What follows belongs to an exercise in optimizing a design on an open flow for small area, a short achievable clock period and few clock cycles per item; a production flow would make more cautious choices. The RTL was checked by simulation tests, not by an equivalence proof against the original design. Power is estimated from default activity; no workload was simulated.

<file path="standard.sh">
#!/bin/bash
# synth_recipe.tcl (not shown) runs the flow's synth.tcl, then flattens the netlist and writes it again
# the make line also repeats each setting of config.mk as NAME=value (left out here)
make -C /OpenROAD-flow-scripts/flow DESIGN_CONFIG=/design/flow/config.mk WORK_HOME=/design/flow/orfs CLKGATE_MAP_FILE= SYNTH_SCRIPT=/design/flow/synth_recipe.tcl "${@:-finish}"
</file>
<file path="config.mk">
export PLATFORM = sky130hd
export DESIGN_NAME = hearth_acc
export DESIGN_NICKNAME = hearth_acc
export VERILOG_FILES = /design/flow/design.v
export SDC_FILE = /design/flow/constraint.sdc
export NUM_CORES = 4
export LEC_CHECK = 0
export CAP_MARGIN = 20
export CORE_MARGIN = 2
export CORE_UTILIZATION = 40
export SLEW_MARGIN = 20
</file>
<file path="constraint.sdc">
create_clock -name core_clock -period 14.0 [get_ports {clk}]
set_input_delay 2.8000 -clock core_clock [delete_from_list [all_inputs] [get_ports {clk}]]
set_output_delay 2.8000 -clock core_clock [all_outputs]
set_load 0.01 [all_outputs]
</file>
<file path="flow/run.sh">
#!/bin/bash
# Layout: the standard flow (standard.sh, unchanged synthesis), with the
# timing repair steps aiming for a larger setup slack than the default, so
# that they size and buffer the critical paths below the 14 ns clock.
set -euo pipefail
bash standard.sh SETUP_SLACK_MARGIN=9 > flow_standard.log 2>&1
</file>
<file path="design.v">
module hearth_acc (
    input  wire        clk,
    input  wire        rst,        
    input  wire        start,      
    input  wire        mts,        
    input  wire [3:0]  op,         
    input  wire [7:0]  fn,         
    input  wire [15:0] imm,        
    input  wire [31:0] src,        
    input  wire [31:0] x_in,
    input  wire [31:0] y_in,
    input  wire [15:0] c_in,
    input  wire        ba_in,
    input  wire [31:0] f_in,
    output reg         ready,
    output reg         done,
    output reg  [31:0] a,
    output reg  [31:0] e,
    output reg  [4:0]  flags,      
    output reg         store,      
    output reg         dz_event,   
    output reg         illegal     
);
    localparam F_N = 0, F_Z = 1, F_V = 2, F_CY = 3, F_DZ = 4;
    wire accept = start & ready;
    reg i_legal;
    always @* begin
        i_legal = 1'b0;
        if (fn <= 8'h06 || (fn >= 8'h18 && fn <= 8'h21) || fn == 8'h30 || fn == 8'h31 ||
            (fn >= 8'h10 && fn <= 8'h14))
            i_legal = (imm == 16'h0000);
        else if (fn >= 8'h08 && fn <= 8'h0C)
            i_legal = (imm[15:8] == 8'h00);
    end
    wire i_grp = !mts && (op == 4'hE);
    wire i_abs = !mts && (op == 4'hF);
    wire i_ill = i_grp && !i_legal;
    wire i_g = i_grp && fn[7:6] == 2'b00;
    wire [5:0] f6 = fn[5:0];
    wire i_ld   = !mts && (op == 4'h0 || (i_abs && imm[1:0] == 2'd0));
    wire i_st   = !mts && (op == 4'h1 || (i_abs && imm[1:0] == 2'd1));
    wire i_add  = !mts && (op == 4'h2 || op == 4'h3 || (i_abs && imm[1:0] == 2'd2));
    wire i_sub  = !mts && (op == 4'h4 || op == 4'h5 || op == 4'h9 || (i_abs && imm[1:0] == 2'd3));
    wire i_cyu  = !mts && (op == 4'h3 || op == 4'h5);       
    wire i_cmp  = !mts && op == 4'h9;
    wire i_log  = !mts && (op == 4'h6 || op == 4'h7 || op == 4'h8);
    wire i_mul  = !mts && (op == 4'hA || op == 4'hB);
    wire i_div  = !mts && (op == 4'hC || op == 4'hD);
    wire i_sgn  = !op[0];                                    
    wire i_neg  = i_g && f6 == 6'h00;
    wire i_not  = i_g && f6 == 6'h01;
    wire i_abs2 = i_g && f6 == 6'h02;
    wire i_ext  = i_g && f6 >= 6'h03 && f6 <= 6'h06;
    wire i_sh   = i_g && (f6[5:3] == 3'b001 || f6[5:3] == 3'b010);
    wire i_mae  = i_g && f6 == 6'h18;
    wire i_mea  = i_g && f6 == 6'h19;
    wire i_xae  = i_g && f6 == 6'h1A;
    wire i_mov  = i_g && f6 >= 6'h1B && f6 <= 6'h1F;
    wire i_ftoi = i_g && f6[5:1] == 5'b10000;
    wire i_popc = i_g && f6 == 6'h30;
    wire i_clz  = i_g && f6 == 6'h31;
    wire s_f   = fn[5] || fn[2:0] == 3'd7;
    wire s_x   = !fn[5] && fn[4] && fn[3] && fn[2:0] == 3'd3;
    wire s_y   = !fn[5] && fn[4] && fn[3] && fn[2:0] == 3'd4;
    wire s_c   = !fn[5] && fn[4] && fn[3] && fn[2:0] == 3'd5;
    wire s_b   = !fn[5] && fn[4] && fn[3] && fn[2:0] == 3'd6;
    wire s_i   = !fn[5] && !(fn[4] && fn[3]);
    wire [31:0] i_gop = ({32{s_f}} & f_in) |
                        ({32{s_x}} & x_in) | ({32{s_y}} & y_in) |
                        ({32{s_c}} & {16'd0, c_in}) | ({32{s_b}} & {31'd0, ba_in}) |
                        ({32{s_i}} & {24'd0, imm[7:0]});
    wire i_multi = !i_ill && (i_mul || i_div || i_neg || i_abs2 || i_ftoi || i_popc);
    reg        cv;           
    reg        c_mts, c_ill;
    reg [3:0]  c_op;         
    reg [5:0]  c_fn;         
    reg        c_adc, c_sbc, c_sub1;    
    wire       c_g = !c_mts && c_op == 4'hE;
    wire k_ld   = !c_mts && c_op == 4'h0;
    wire k_st   = !c_mts && c_op == 4'h1;
    wire k_add  = !c_mts && (c_op == 4'h2 || c_op == 4'h3);
    wire k_sub  = !c_mts && (c_op == 4'h4 || c_op == 4'h5 || c_op == 4'h9);
    wire k_cyu  = c_op == 4'h3 || c_op == 4'h5;           
    wire k_cmp  = c_op == 4'h9;
    wire k_log  = !c_mts && (c_op == 4'h6 || c_op == 4'h7 || c_op == 4'h8);
    wire k_mul  = !c_mts && (c_op == 4'hA || c_op == 4'hB);
    wire k_div  = !c_mts && (c_op == 4'hC || c_op == 4'hD);
    wire k_sgn  = !c_op[0];                                 
    wire k_neg  = c_g && c_fn == 6'h00;
    wire k_not  = c_g && c_fn == 6'h01;
    wire k_abs  = c_g && c_fn == 6'h02;
    wire k_ext  = c_g && c_fn >= 6'h03 && c_fn <= 6'h06;
    wire k_sh   = c_g && (c_fn[5:3] == 3'b001 || c_fn[5:3] == 3'b010);
    wire k_mae  = c_g && c_fn == 6'h18;
    wire k_mea  = c_g && c_fn == 6'h19;
    wire k_xae  = c_g && c_fn == 6'h1A;
    wire k_mov  = c_g && c_fn >= 6'h1B && c_fn <= 6'h1F;
    wire k_ftoi = c_g && c_fn[5:1] == 5'b10000;
    wire k_popc = c_g && c_fn == 6'h30;
    wire k_clz  = c_g && c_fn == 6'h31;
    wire [1:0] k_lf = c_op[1:0] - 2'd2;                   
    wire [4:0] k_fn = c_fn[4:0];                           
    reg [31:0] opn;          
    reg        p_inc;        
    reg        pc_in;        
    reg        p_ft;         
    reg        p_mul;        
    reg        p_mfin;       
    reg        p_dinc;       
    reg        p_dclz;       
    reg        p_drot;       
    reg        p_dit;        
    reg        p_dfix;       
    reg        p_dinc2;      
    reg        p_pc2;        
    reg [5:0]  cnt;          
    reg [1:0]  mx;           
    reg [33:0] mc;           
    reg        mk;           
    reg [7:0]  md;           
    reg        dq_neg;       
    reg        dr_neg;       
    reg        d_neg;        
    reg        q_nz;         
    reg        dquick;       
    wire p_any = p_inc | p_ft | p_mul | p_mfin | p_dinc | p_dclz | p_drot | p_dit |
                 p_dfix | p_dinc2 | p_pc2;
    wire p1 = !p_any && !c_ill && !c_mts;    
    wire        cy_in = flags[F_CY];
    wire        ad_sub = !k_add;                  
    wire        ad_cin = (c_adc & cy_in) | (c_sbc & !cy_in) | c_sub1 |
                         (p_mfin & mk) | (p_inc & pc_in) | p_dinc2;
    wire [31:0] ad_y = opn;
    wire [32:0] ad_s = {1'b0, a} + {1'b0, ad_y} + {32'd0, ad_cin};
    wire [31:0] ad_r = ad_s[31:0];
    wire        ad_cy = ad_s[32] ^ ad_sub;        
    wire        ad_v = (a[31] == ad_y[31]) && (ad_r[31] != a[31]);
    wire [31:0] ad_p = a ^ ad_y;
    wire [31:0] ad_k = {a[30:0] | ad_y[30:0], ad_cin};
    wire        ad_z = (ad_p == ad_k);
    wire [7:0]  sh_n = k_fn[4] ? e[7:0] : opn[7:0];
    wire [2:0]  sh_k = p_ft ? {2'b00, !dr_neg} : k_fn[2:0];
    wire        sh_left = (sh_k == 3'd0 || sh_k == 3'd3);
    wire [4:0]  sh_m = sh_n[4:0];
    wire [4:0]  rt_amt = p_drot ? cnt[4:0] : (sh_m ^ {5{sh_left}});
    wire [31:0] rt_in = (sh_left && !p_drot) ? {a[0], a[31:1]} : a;
    reg  [31:0] rt;                               
    always @* begin
        rt = rt_in;
        if (rt_amt[0]) rt = {rt[0], rt[31:1]};
        if (rt_amt[1]) rt = {rt[1:0], rt[31:2]};
        if (rt_amt[2]) rt = {rt[3:0], rt[31:4]};
        if (rt_amt[3]) rt = {rt[7:0], rt[31:8]};
        if (rt_amt[4]) rt = {rt[15:0], rt[31:16]};
    end
    wire [31:0] lomask = ~(32'hFFFF_FFFF << sh_m);    
    wire [31:0] himask;                               
    genvar g;
    generate for (g = 0; g < 32; g = g + 1) begin : g_rev
        assign himask[g] = lomask[31 - g];
    end endgenerate
    wire        sh_big = (sh_n[7:5] != 3'd0);     
    wire        sh_32 = (sh_n == 8'd32);
    wire        sh_0 = (sh_n == 8'd0);
    wire        sh_rot = (sh_k == 3'd3 || sh_k == 3'd4);
    wire        sh_fv = (sh_k == 3'd2) && a[31];  
    wire [31:0] sh_fm = sh_rot ? 32'd0 : sh_big ? 32'hFFFF_FFFF : sh_left ? lomask : himask;
    wire [31:0] sh_r = (rt & ~sh_fm) | ({32{sh_fv}} & sh_fm);
    wire [31:0] sh_zm = (sh_rot || sh_0) ? 32'hFFFF_FFFF : sh_left ? ~himask : ~lomask;
    wire        sh_z = (sh_big && !sh_rot) ? ((sh_k == 3'd2) ? !a[31] : 1'b1)
                                           : ((a & sh_zm) == 32'd0);
    wire        sh_cy = (sh_0 || (sh_big && !sh_32)) ? 1'b0 : (sh_left ? rt[0] : rt[31]);
    integer    i;
    reg [1:0] pc1 [0:15];
    reg [2:0] pc2 [0:7];
    reg [3:0] pc3 [0:3];
    reg [5:0] popc;
    always @* begin
        for (i = 0; i < 16; i = i + 1) pc1[i] = {1'b0, a[2*i]} + {1'b0, a[2*i+1]};
        for (i = 0; i < 8; i = i + 1) pc2[i] = {1'b0, pc1[2*i]} + {1'b0, pc1[2*i+1]};
        for (i = 0; i < 4; i = i + 1) pc3[i] = {1'b0, pc2[2*i]} + {1'b0, pc2[2*i+1]};
        popc = {2'd0, a[3:0]} + {2'd0, a[7:4]} + {2'd0, a[11:8]} + {2'd0, a[15:12]};
    end
    function [5:0] f_clz(input [31:0] v);
        integer k;
        reg found;
        begin
            f_clz = 6'd32;
            found = 1'b0;
            for (k = 31; k >= 0; k = k - 1) begin
                if (!found && v[k]) begin
                    f_clz = 6'd31 - k[5:0];
                    found = 1'b1;
                end
            end
        end
    endfunction
    wire [5:0] clz_a = f_clz(a);
    wire        ft_sign = opn[31];
    wire [7:0]  ft_exp = opn[30:23];
    wire [22:0] ft_man = opn[22:0];
    wire        ft_nan = (ft_exp == 8'hFF) && (ft_man != 23'd0);
    wire        ft_sat = (ft_exp == 8'hFF) ||
                         (ft_exp >= 8'd158 && !(ft_sign && ft_exp == 8'd158 && ft_man == 23'd0));
    wire [31:0] ft_satv = ft_nan ? 32'd0 : (ft_sign ? 32'h8000_0000 : 32'h7FFF_FFFF);
    wire        ft_left = (ft_exp >= 8'd150);
    wire [7:0]  ft_lamt = ft_exp - 8'd150;
    wire [7:0]  ft_ramt = 8'd150 - ((ft_exp == 8'd0) ? 8'd1 : ft_exp);
    wire [31:0] ft_m = {8'd0, (ft_exp != 8'd0), ft_man};
    wire        ft_round = !dr_neg && sh_cy;
    wire        ft_stky = |(rt[30:0] & himask[30:0]);
    wire        ft_inc = k_fn[0] && ft_round && (ft_stky || sh_r[0]);
    wire        ft_add1 = ft_inc ^ dq_neg;
    wire        mu_last = (cnt == 6'd3);
    wire        mu_bwl = k_sgn && mu_last;           
    wire [31:0] mu_inv = {k_sgn, {31{1'b0}}};
    wire [31:0] mu_q0 = ({{16{md[0]}}, {16{opn[0]}}} & a) ^ mu_inv;
    wire [31:0] mu_q1 = ({{16{md[1]}}, {16{opn[1]}}} & a) ^ mu_inv;
    wire [31:0] mu_q2 = ({{16{md[2]}}, {16{opn[2]}}} & a) ^ mu_inv;
    wire [31:0] mu_q3 = ({{16{md[3]}}, {16{opn[3]}}} & a) ^ mu_inv;
    wire [31:0] mu_q4 = ({{16{md[4]}}, {16{opn[4]}}} & a) ^ mu_inv;
    wire [31:0] mu_q5 = ({{16{md[5]}}, {16{opn[5]}}} & a) ^ mu_inv;
    wire [31:0] mu_q6 = ({{16{md[6]}}, {16{opn[6]}}} & a) ^ mu_inv;
    wire [31:0] mu_q7 = ({{16{md[7]}}, {16{opn[7]}}} & a) ^ {k_sgn & !mu_bwl, {31{mu_bwl}}};
    wire        mu_k0 = k_sgn && !p_mul;             
    wire        mu_k1 = mu_bwl;                       
    localparam W = 42;
    wire [W-1:0] mu_rs = p_mul ? {8'd0, mx, e} : {W{1'b0}};
    wire [W-1:0] mu_rc = p_mul ? {8'd0, mc} : {W{1'b0}};
    wire [W-1:0] mu_r0 = {W{1'b0}} | {mu_k1, 6'd0, mu_k0, mu_q0};    
    wire [W-1:0] mu_r1 = {W{1'b0}} | {mu_q1, 1'b0};
    wire [W-1:0] mu_r2 = {W{1'b0}} | {mu_q2, 2'd0};
    wire [W-1:0] mu_r3 = {W{1'b0}} | {mu_q3, 3'd0};
    wire [W-1:0] mu_r4 = {W{1'b0}} | {mu_q4, 4'd0};
    wire [W-1:0] mu_r5 = {W{1'b0}} | {mu_q5, 5'd0};
    wire [W-1:0] mu_r6 = {W{1'b0}} | {mu_q6, 6'd0};
    wire [W-1:0] mu_r7 = {W{1'b0}} | {mu_q7, 7'd0};
    function [2*W-1:0] csa(input [W-1:0] x, input [W-1:0] y, input [W-1:0] z, input cin);
        csa = {{(x[W-2:0] & y[W-2:0]) | (x[W-2:0] & z[W-2:0]) | (y[W-2:0] & z[W-2:0]), cin},
               x ^ y ^ z};
    endfunction
    wire [W-1:0] l1s0, l1c0, l1s1, l1c1, l1s2, l1c2;
    assign {l1c0, l1s0} = csa(mu_rs, mu_rc, mu_r0, mk & p_mul);
    assign {l1c1, l1s1} = csa(mu_r1, mu_r2, mu_r3, 1'b0);
    assign {l1c2, l1s2} = csa(mu_r4, mu_r5, mu_r6, 1'b0);
    wire [W-1:0] l2s0, l2c0, l2s1, l2c1;
    assign {l2c0, l2s0} = csa(l1s0, l1c0, l1s1, 1'b0);
    assign {l2c1, l2s1} = csa(l1c1, l1s2, l1c2, 1'b0);
    wire [W-1:0] l3s0, l3c0;
    assign {l3c0, l3s0} = csa(l2s0, l2c0, l2s1, 1'b0);
    wire [W-1:0] l4s0, l4c0;
    assign {l4c0, l4s0} = csa(l3s0, l3c0, l2c1, 1'b0);
    wire [W-1:0] mu_sd, mu_cd;
    assign {mu_cd, mu_sd} = csa(l4s0, l4c0, mu_r7, 1'b0);
    wire [8:0]  mu_l = {1'b0, mu_sd[7:0]} + {1'b0, mu_cd[7:0]};
    wire [31:0] mu_lo = {mu_l[7:0], opn[31:8]};
    wire [31:0] mf_p = a ^ opn;
    wire        mf_z = (mf_p == {a[30:0] | opn[30:0], mk});
    wire        mf_o = (mf_p == {~(a[30:0] & opn[30:0]), !mk});
    wire        dv_aneg = k_sgn && a[31];
    wire        dv_dneg0 = k_sgn && opn[31];
    wire        dv_dz = (opn == 32'd0);
    wire        dv_ovf = k_sgn && (a == 32'h8000_0000) && (opn == 32'hFFFF_FFFF);
    wire [31:0] dv_dh = opn ^ {32{dv_dneg0}};
    wire [5:0]  dv_clzd = f_clz({1'b0, dv_dh[31:1]});
    wire [6:0]  dv_tw = {1'b0, dv_clzd} - {1'b0, clz_a};          
    wire        dv_quick = dv_tw[6] || dv_tw == 7'd0;             
    wire [31:0] dv_rmask = ~(32'hFFFF_FFFF << (6'd32 - cnt));
    wire [32:0] dv_x = {e, a[31]};
    wire [33:0] dv_try = {1'b0, dv_x} + {2'b11, opn ^ {32{!d_neg}}} + {33'd0, !d_neg};
    wire        dv_q = !dv_try[33];
    wire [31:0] dv_rem = dv_q ? dv_try[31:0] : dv_x[31:0];
    wire [31:0] dv_negE = 32'd0 - e;
    reg [31:0] n_a, n_e, n_opn;
    reg [4:0]  n_fl;
    reg        fin, last_n;
    reg        n_inc, n_ft, n_mul, n_mfin, n_dinc, n_dclz, n_drot, n_dit, n_dfix, n_dinc2, n_pc2;
    reg [5:0]  n_cnt;
    reg [1:0]  n_mx;
    reg [33:0] n_mc;
    reg        n_mk;
    reg        n_dqn, n_drn, n_dn, n_qnz, n_quick;
    reg        n_store, n_dz, n_pcin;
    reg [31:0] lr;           
    always @* begin
        n_a = a;
        n_e = e;
        n_opn = opn;
        n_fl = flags;
        fin = 1'b1;
        last_n = 1'b1;
        {n_inc, n_ft, n_mul, n_mfin, n_dinc, n_dclz, n_drot, n_dit, n_dfix, n_dinc2, n_pc2} = 11'd0;
        n_cnt = cnt;
        n_mx = mx;
        n_mc = mc;
        n_mk = mk;
        n_dqn = dq_neg;
        n_drn = dr_neg;
        n_dn = d_neg;
        n_qnz = q_nz;
        n_quick = dquick;
        n_store = 1'b0;
        n_pcin = pc_in;
        n_dz = 1'b0;
        lr = ({32{k_ld}} & opn) | ({32{k_mov}} & opn) |
             ({32{k_log && k_lf == 2'd0}} & (a & opn)) |
             ({32{k_log && k_lf == 2'd1}} & (a | opn)) |
             ({32{k_log && k_lf == 2'd2}} & (a ^ opn)) |
             ({32{k_not}} & ~a) |
             ({32{k_ext}} & ((k_fn[2:0] == 3'd3) ? {{24{a[7]}}, a[7:0]} :
                             (k_fn[2:0] == 3'd4) ? {{16{a[15]}}, a[15:0]} :
                             (k_fn[2:0] == 3'd5) ? {24'd0, a[7:0]} : {16'd0, a[15:0]})) |
             ({32{k_sh}} & sh_r) |
             ({32{k_popc}} & {16'd0, pc3[3], pc3[2], pc3[1], pc3[0]}) |
             ({32{k_clz}} & {26'd0, clz_a}) |
             ({32{k_mae | k_xae}} & e);
        if (p_pc2) begin
            n_a = {26'd0, popc};
        end else if (p_inc) begin
            n_a = ad_r;
            n_fl[F_N] = ad_r[31];
            n_fl[F_Z] = ad_z;
            if (!k_ftoi) n_fl[F_V] = ad_v;
            if (k_neg) n_fl[F_CY] = ad_cy;
        end else if (p_ft) begin
            n_a = sh_r ^ {32{dq_neg}};
            n_pcin = ft_add1;
            n_opn = 32'd0;
            n_inc = 1'b1;
            fin = 1'b0;
        end else if (p_mfin) begin
            n_a = e;
            n_e = ad_r;
            n_fl[F_N] = ad_r[31];
            n_fl[F_Z] = q_nz;
            n_fl[F_V] = (k_sgn && e[31]) ? !mf_o : !mf_z;
            n_fl[F_CY] = 1'b0;
        end else if (p_mul || (p1 && k_mul)) begin
            if (!p_mul)
                n_qnz = (a == 32'd0) || (opn == 32'd0);
            n_e = mu_sd[39:8];
            n_mx = mu_sd[41:40];
            n_mc = mu_cd[41:8];
            n_mk = mu_l[8];
            n_opn = mu_lo;
            n_cnt = cnt + 6'd1;
            fin = 1'b0;
            if (mu_last) begin
                n_a = mu_sd[39:8];
                n_opn = mu_cd[39:8];
                n_e = mu_lo;
                n_mfin = 1'b1;
            end else begin
                n_mul = 1'b1;
                last_n = 1'b0;
            end
        end else if (p_dinc) begin
            n_a = dv_negE;
            n_dclz = 1'b1;
            fin = 1'b0;
            last_n = 1'b0;
        end else if (p_dclz) begin
            n_cnt = dv_tw[5:0];
            n_quick = dv_quick;
            n_drot = 1'b1;
            fin = 1'b0;
            last_n = 1'b0;
        end else if (p_drot) begin
            if (dquick) begin
                n_a = 32'd0;
                n_fl[F_N] = 1'b0;
                n_fl[F_Z] = 1'b1;
                n_fl[F_V] = 1'b0;
                n_fl[F_CY] = 1'b0;
            end else begin
                n_e = rt & dv_rmask;
                n_a = rt & ~dv_rmask;
                n_dit = 1'b1;
                fin = 1'b0;
                last_n = (cnt == 6'd1) && !dq_neg && !dr_neg;
            end
        end else if (p_dit) begin
            n_e = dv_rem;
            n_a = {a[30:0], dv_q};
            n_qnz = q_nz | dv_q;
            n_cnt = cnt - 6'd1;
            if (cnt == 6'd1) begin
                if (dq_neg || dr_neg) begin
                    n_dfix = 1'b1;
                    fin = 1'b0;
                    last_n = !dq_neg;
                end
            end else begin
                n_dit = 1'b1;
                fin = 1'b0;
                last_n = (cnt == 6'd2) && !dq_neg && !dr_neg;
            end
            if (fin) begin
                n_fl[F_N] = k_sgn ? 1'b0 : a[30];
                n_fl[F_Z] = !(q_nz | dv_q);
                n_fl[F_V] = 1'b0;
                n_fl[F_CY] = 1'b0;
            end
        end else if (p_dfix) begin
            if (dr_neg)
                n_e = dv_negE;
            if (dq_neg) begin
                n_a = ~a;
                n_opn = 32'd0;
                n_dinc2 = 1'b1;
                fin = 1'b0;
            end else begin
                n_fl[F_N] = 1'b0;
                n_fl[F_Z] = !q_nz;
                n_fl[F_V] = 1'b0;
                n_fl[F_CY] = 1'b0;
            end
        end else if (p_dinc2) begin
            n_a = ad_r;
            n_fl[F_N] = q_nz;
            n_fl[F_Z] = !q_nz;
            n_fl[F_V] = 1'b0;
            n_fl[F_CY] = 1'b0;
        end else if (c_mts) begin
            n_fl = opn[4:0];
        end else if (c_ill) begin
        end else if (k_add || k_sub) begin
            if (!k_cmp)
                n_a = ad_r;
            n_fl[F_N] = ad_r[31];
            n_fl[F_Z] = ad_z;
            n_fl[F_V] = ad_v;
            n_fl[F_CY] = ad_cy;
        end else if (k_neg || k_abs) begin
            n_a = a ^ {32{k_neg | a[31]}};
            n_pcin = k_neg | a[31];
            n_opn = 32'd0;
            n_inc = 1'b1;
            fin = 1'b0;
        end else if (k_ftoi) begin
            n_fl[F_V] = ft_sat;
            n_dqn = ft_sign;
            n_drn = ft_left;
            fin = 1'b0;
            if (ft_sat) begin
                n_a = ft_satv;
                n_pcin = 1'b0;
                n_opn = 32'd0;
                n_inc = 1'b1;
            end else begin
                n_a = ft_m;
                n_opn = {24'd0, ft_left ? ft_lamt : ft_ramt};
                n_ft = 1'b1;
                last_n = 1'b0;
            end
        end else if (k_div) begin
            if (dv_dz) begin
                n_a = k_sgn ? (a[31] ? 32'h8000_0000 : 32'h7FFF_FFFF) : 32'hFFFF_FFFF;
                n_e = a;
                n_fl[F_N] = k_sgn ? a[31] : 1'b1;
                n_fl[F_Z] = 1'b0;
                n_fl[F_V] = 1'b0;
                n_fl[F_CY] = 1'b0;
                n_fl[F_DZ] = 1'b1;
                n_dz = 1'b1;
            end else if (dv_ovf) begin
                n_a = 32'h8000_0000;
                n_e = 32'd0;
                n_fl[F_N] = 1'b1;
                n_fl[F_Z] = 1'b0;
                n_fl[F_V] = 1'b1;
                n_fl[F_CY] = 1'b0;
            end else begin
                n_e = a;
                n_a = a;
                n_dqn = dv_aneg ^ dv_dneg0;
                n_drn = dv_aneg;
                n_dn = dv_dneg0;
                n_qnz = 1'b0;
                n_cnt = dv_tw[5:0];
                n_quick = dv_quick;
                n_dinc = dv_aneg;
                n_drot = !dv_aneg;
                fin = 1'b0;
                last_n = 1'b0;
            end
        end else if (k_st) begin
            n_store = 1'b1;
        end else if (k_popc || k_clz) begin
            n_a = lr;
            n_fl[F_N] = 1'b0;
            n_fl[F_Z] = k_popc ? (a == 32'd0) : a[31];
            n_fl[F_V] = 1'b0;
            if (k_popc) begin
                n_pc2 = 1'b1;
                fin = 1'b0;
            end
        end else if (k_ld || k_log || k_not || k_sh || k_ext) begin
            n_a = lr;
            n_fl[F_N] = lr[31];
            n_fl[F_Z] = k_sh ? sh_z : (lr == 32'd0);
            if (!k_ext && !k_ld) n_fl[F_V] = 1'b0;
            if (k_sh) n_fl[F_CY] = sh_cy;
        end else if (k_mea) begin
            n_e = a;
        end else if (k_xae) begin
            n_a = e;
            n_e = a;
        end else if (k_mae || k_mov) begin
            n_a = lr;
        end
    end
    always @(posedge clk) begin
        if (rst) begin
            a <= 32'd0;
            e <= 32'd0;
            flags <= 5'd0;
            done <= 1'b0;
            store <= 1'b0;
            dz_event <= 1'b0;
            illegal <= 1'b0;
            ready <= 1'b1;
            cv <= 1'b0;
            {p_inc, p_ft, p_mul, p_mfin, p_dinc, p_dclz, p_drot, p_dit, p_dfix, p_dinc2, p_pc2} <= 11'd0;
        end else begin
            done <= cv && fin;
            store <= n_store;
            dz_event <= n_dz;
            illegal <= c_ill;
            if (cv) begin
                a <= n_a;
                e <= n_e;
                flags <= n_fl;
                opn <= n_opn;
                cnt <= n_cnt;
                mx <= n_mx;
                mc <= n_mc;
                mk <= n_mk;
                if (n_mul) md <= opn[15:8];
                dq_neg <= n_dqn;
                dr_neg <= n_drn;
                d_neg <= n_dn;
                q_nz <= n_qnz;
                pc_in <= n_pcin;
                dquick <= n_quick;
                {p_inc, p_ft, p_mul, p_mfin, p_dinc, p_dclz, p_drot, p_dit, p_dfix, p_dinc2, p_pc2} <=
                    {n_inc, n_ft, n_mul, n_mfin, n_dinc, n_dclz, n_drot, n_dit, n_dfix, n_dinc2, n_pc2};
            end
            if (accept) begin
                cv <= 1'b1;
                c_mts <= mts;
                c_ill <= i_ill;
                c_op <= (op == 4'hF) ? {1'b0, imm[1:0] == 2'd3, imm[1:0] == 2'd2, imm[1:0] == 2'd1} : op;
                c_fn <= fn[5:0];
                c_adc <= !mts && op == 4'h3;
                c_sbc <= !mts && op == 4'h5;
                c_sub1 <= i_sub && op != 4'h5;
                opn <= i_grp ? i_gop : (src ^ {32{i_sub}});
                md <= src[7:0];
                cnt <= 6'd0;
                ready <= !i_multi;
            end else if (cv && !fin) begin
                ready <= last_n;
            end else begin
                cv <= 1'b0;
                ready <= 1'b1;
            end
        end
    end
endmodule
</file>
==> metrics.csv <==
stage;metric;value;unit
run_status;status;no timing/DRC/antenna violations;
worst_setup_path;worst path cell trace;buf_12 -> buf_4 -> buf_4 -> nand2_1 -> o21ai_0 -> nand2_1 -> a221oi_1 -> nor2_1 -> a221oi_1 -> nand3_1 -> nor3_1 -> o2111ai_1 -> nor4_2 -> o21ai_0 -> nand2_1 -> nor3_1 -> o41ai_2;
worst_setup_path;RR Startpoint;opn[4]$_DFFE_PP_;
worst_setup_path;most used cell, CP;nand2_1;
logic_synthesis;yosys warns;4;
timing;Slew Viols, Final;0;
finish;NumNets Final;5955;
cts;Num CTS Buffers;17;
power;Switching Fraction;51.1;%
grt;grt total ovfl;0;
route;First-pass DRT Iterations;10;
worst_setup_path;CP endpoint kind;register;
timing;fmax;0.186;GHz
route;drt first-iter violations;10200;
power;Clk pwr share;23.6;%
worst_setup_path;CP Capture Point;flags[1]$_SDFFE_PP0P_;
worst_setup_path;critical path's slowest cell;nor4_2;
worst_setup_path;R2R Path End;flags[1]$_SDFFE_PP0P_;
power;internal power;1220;uW
floorplan;core area;94600;um2
grt;vias in the first global route;45800;
logic_synthesis;Synth area leaders;fa_1 16%, edfxtp_1 7.9%, a21oi_1 5.5%, ha_1 5.2%, nand2_1 4.7%;
route;DRC;0;
floorplan;die width;312;um
timing;Hold WS;0.485;ns
route;DRT antenna net count;0;
power;Leak;0.0174;uW
route;total wire length;307000;um
logic_synthesis;post-synthesis net count;5755;
cts;Clock Root Buffer;clkbuf_16;
cts;Sink Count;186;
timing;RSZ-0062 raised after global routing;true;
logic_synthesis;post-synthesis sequential area ratio;12.4;%
power;Worst IR Drop VDD;117;uV
logic_synthesis;Post-Syn Instances;5113;
worst_setup_path;Reg2Reg Depth;17;
worst_setup_path;internal reg-to-reg setup slack;8.63;ns
logic_synthesis;Post-Syn Area;38100;um2
worst_setup_path;Slowest Stage Delay on Critical Path;1.00;ns
logic_synthesis;post-synth cell types;111;
route;DR WL/cell;46.2;um
min_path;HP Class;reg -> reg;
cts;CTS tree;yes;
power;combinational share of power;51.9;%
timing;setup TNS;0;ns
placed_design;hpwl dp;223000;um
logic_synthesis;Post-synth ARST share;0;%
floorplan;row cnt;113;
cts;Clock Path Buffers;2;
logic_synthesis;Post-Syn Area per Cell;7.44;um2
placed_design;Placer Congestion;1.19;
finish;layout cell share with drive strength beyond 1;15.1;%
logic_synthesis;dominant cell by count in the synthesized netlist;nand2_1;
timing;Final setup viols;0;
worst_setup_path;CP Launch Type;register;
floorplan;boundary pin count;251;
logic_synthesis;Yosys reg bits;186;
timing;Worst Skew;0.0159;ns
grt;first-pass GRT wire length;400000;um
logic_synthesis;area leader, netlist;fa_1;
run;max-cap check violation count;0;
logic_synthesis;area share of the largest cell type after synthesis;16.1;%
worst_setup_path;critical path class;reg -> reg;
finish;final cell count without fillers;6641;
worst_setup_path;Critical Path Start;opn[4]$_DFFE_PP_;
logic_synthesis;Synth top cells by count;479 x nand2_1, 464 x nor2_1, 421 x a21oi_1, 362 x clkbuf_1, 341 x inv_1;
cts;clock slew at reported path FFs;0.10;ns
power;Psw;1280;uW
cts;worst skew pair latency;0.59;ns
worst_setup_path;CP max FO;7;
floorplan;Die H;312;um
cts;H-tree depth;4;
power;total power draw;2500;uW
timing;period utilisation layout;38.3;%
timing;Worst slew margin;11.4;%
timing;Final Hold Viols;0;
floorplan;Die Area;97600;um2
placed_design;DP Cell Count;6422;
power;power density cells;53.7;nW/um2
grt;largest net degree at the start of global routing;64;
grt;gr usage total;60.1;%
logic_synthesis;Post-synth EDFFs;100;
power;Flop pwr share;24.5;%
placed_design;PortBufs;250;
worst_setup_path;WP data arrival;5.86;ns
route;vias per inst;7.62;
logic_synthesis;ys flop type;edfxtp_1;
worst_setup_path;required time worst endpoint;14.49;ns
timing;Period minus WS final;5.37;ns
floorplan;starting density of the core;40.2;%
timing;Worst Tran Pin Value;1.32;ns
route;via count;50600;
grt;initial antenna violation count;46;
finish;area growth from synthesis to layout;22.3;%
registers in the layout (all words and copies together), names as in the netlist, 4 cells and up:
name / cells
a: 32
c_fn: 6
c_op: 4
cnt: 6
e: 32
flags: 5
mc: 32
md: 8
opn: 32
routing by layer:
| layer | up-vias | global-route usage (%) | part of all wire (%) |
|---|---|---|---|
| li1 | 18800 | - | - |
| met1 | 24300 | 66.9 | 33 |
| met2 | 5505 | 79.0 | 37 |
| met3 | 1979 | 34.4 | 17 |
| met4 | 22 | 55.9 | 13 |
| met5 | - | 4.55 | 0.15 |
how the worst min path moves through the flow:
| stage | slack [ns] | depth (start not counted) | from | end |
|---|---|---|---|---|
| after floorplan | 0.49 | 2 | flags[0]$_SDFFE_PP0P_ | flags[0]$_SDFFE_PP0P_ |
| after global routing | 0.53 | 2 | flags[0]$_SDFFE_PP0P_ | flags[0]$_SDFFE_PP0P_ |
| after global placement | 0.46 | 2 | flags[0]$_SDFFE_PP0P_ | flags[0]$_SDFFE_PP0P_ |
| final | 0.49 | 2 | flags[0]$_SDFFE_PP0P_ | flags[0]$_SDFFE_PP0P_ |
| after detailed placement | 0.48 | 2 | flags[0]$_SDFFE_PP0P_ | flags[0]$_SDFFE_PP0P_ |
| after CTS | 0.49 | 2 | flags[0]$_SDFFE_PP0P_ | flags[0]$_SDFFE_PP0P_ |
power by group through the flow:
stage	Combinational, uW	Clock [uW]	Sequential, uW
CTS	1110	568	616
detailed placement	1050	0	634
global route	1280	593	611
floorplan	532	0	615
global placement	1050	0	634
finish	1300	590	611
cells by family (layout without fill, tap and decap cells):
| group | count (synthesis) | in the layout | synth area share, % |
|---|---|---|---|
| XOR/XNOR | 315 | 315 | 7.27 |
| other | 0 | 50 | 0 |
| AO/OA/AOI/OAI | 1687 | 1688 | 29.2 |
| multiplexers | 72 | 72 | 1.99 |
| adder cells (fa/ha/maj) | 465 | 465 | 21.3 |
| buffers and inverters | 817 | 1027 | 8.38 |
| AND/OR/NAND/NOR | 1571 | 1573 | 19.4 |
| flip-flops | 186 | 186 | 12.4 |
through the flow:
stage	cell area (um2)	util [%]	setup slack, ns
after floorplan	38100	-	9.03
after global placement	42400	44.9	7.09
after detailed placement	42500	44.9	7.08
after CTS	44800	47.3	8.94
after global routing	46400	49.1	8.72
final	46500	49.2	8.63
layout by cell type, fill, tap and decap left out, types with 45 or more instances in the layout:
| cell type | n |
|---|---|
| dfxtp_1 | 57 |
| a22oi_1 | 61 |
| o22ai_1 | 114 |
| nor2_1 | 435 |
| diode_2 | 50 |
| a211oi_1 | 61 |
| nand3_1 | 83 |
| a221oi_1 | 55 |
| buf_4 | 294 |
| nand2_1 | 472 |
| clkdlybuf4s50_1 | 247 |
| ha_1 | 146 |
| o21ai_0 | 302 |
| fa_1 | 280 |
| a21oi_1 | 407 |
| nand4_1 | 45 |
| nor4_1 | 45 |
| nor3_1 | 110 |
| o211ai_1 | 61 |
| inv_1 | 331 |
| o21ai_1 | 56 |
| edfxtp_1 | 100 |
| xor2_1 | 107 |
| xnor2_1 | 189 |
| and2_1 | 134 |
| a31oi_1 | 82 |
| mux2i_1 | 51 |
critical path: cells and delay by family, from the launching register on:
kind / cells / cell delay [ns]
flops: 1 / 0.40
compound gates: 6 / 2.40
buf+inv: 3 / 0.45
simple gates: 8 / 2.01
layout make-up:
class                   instances  area, um2
clock inverters                15        169
multi-input cells            4113      31700
repair buffers                638       6330
well taps                    1265       1580
diodes                         50        125
clock buffers                  17        425
inverters                     356       1420
repair inverters                1       8.76
fillers                      9273      48100
flip-flops and latches        186       4790
what timing repair did:
| action | 4_1_cts | 5_1_grt |
|---|---|---|
| gates resized for setup | 278 | 183 |
| pin swaps | 14 | 75 |
| endpoints found under the setup margin | 135 | 92 |
| setup buffers | 62 | 61 |
| hold buffers | 0 | 0 |
| gates cloned | 2 | 10 |
Testbench counts, summed over its fixed seeds: cycles 54,543, ops 32,000.

==> re-timing with driven ports <==
The flow's constraints put no driver on any port. The routed layout listed below was extracted and timed again, unchanged, in two steps. Step 1 (the two cells are an assumption about what drives the block):
set clk [get_ports {clk}]
set_driving_cell -lib_cell sky130_fd_sc_hd__clkbuf_16 $clk
set_driving_cell -lib_cell sky130_fd_sc_hd__buf_2 [delete_from_list [all_inputs] $clk]
Step 2 adds t to the input delays and takes it off the output delays; t is the mean of the earliest and latest rising clock arrival at the registers after step 1. Input paths then give back, and output paths get back, about the clock's delay inside the block. Three values: no drivers, after step 1, after step 2; two values: the first two.
t (ns): 0.654
setup WS [ns]: 8.633 / 8.633 / 8.356
worst register clock-pin slew, ns: 0.10 / 0.10
After both steps this run still meets setup and hold. The setup slack of this run moves by 0.000 ns with the drivers and by -0.277 ns with both steps.
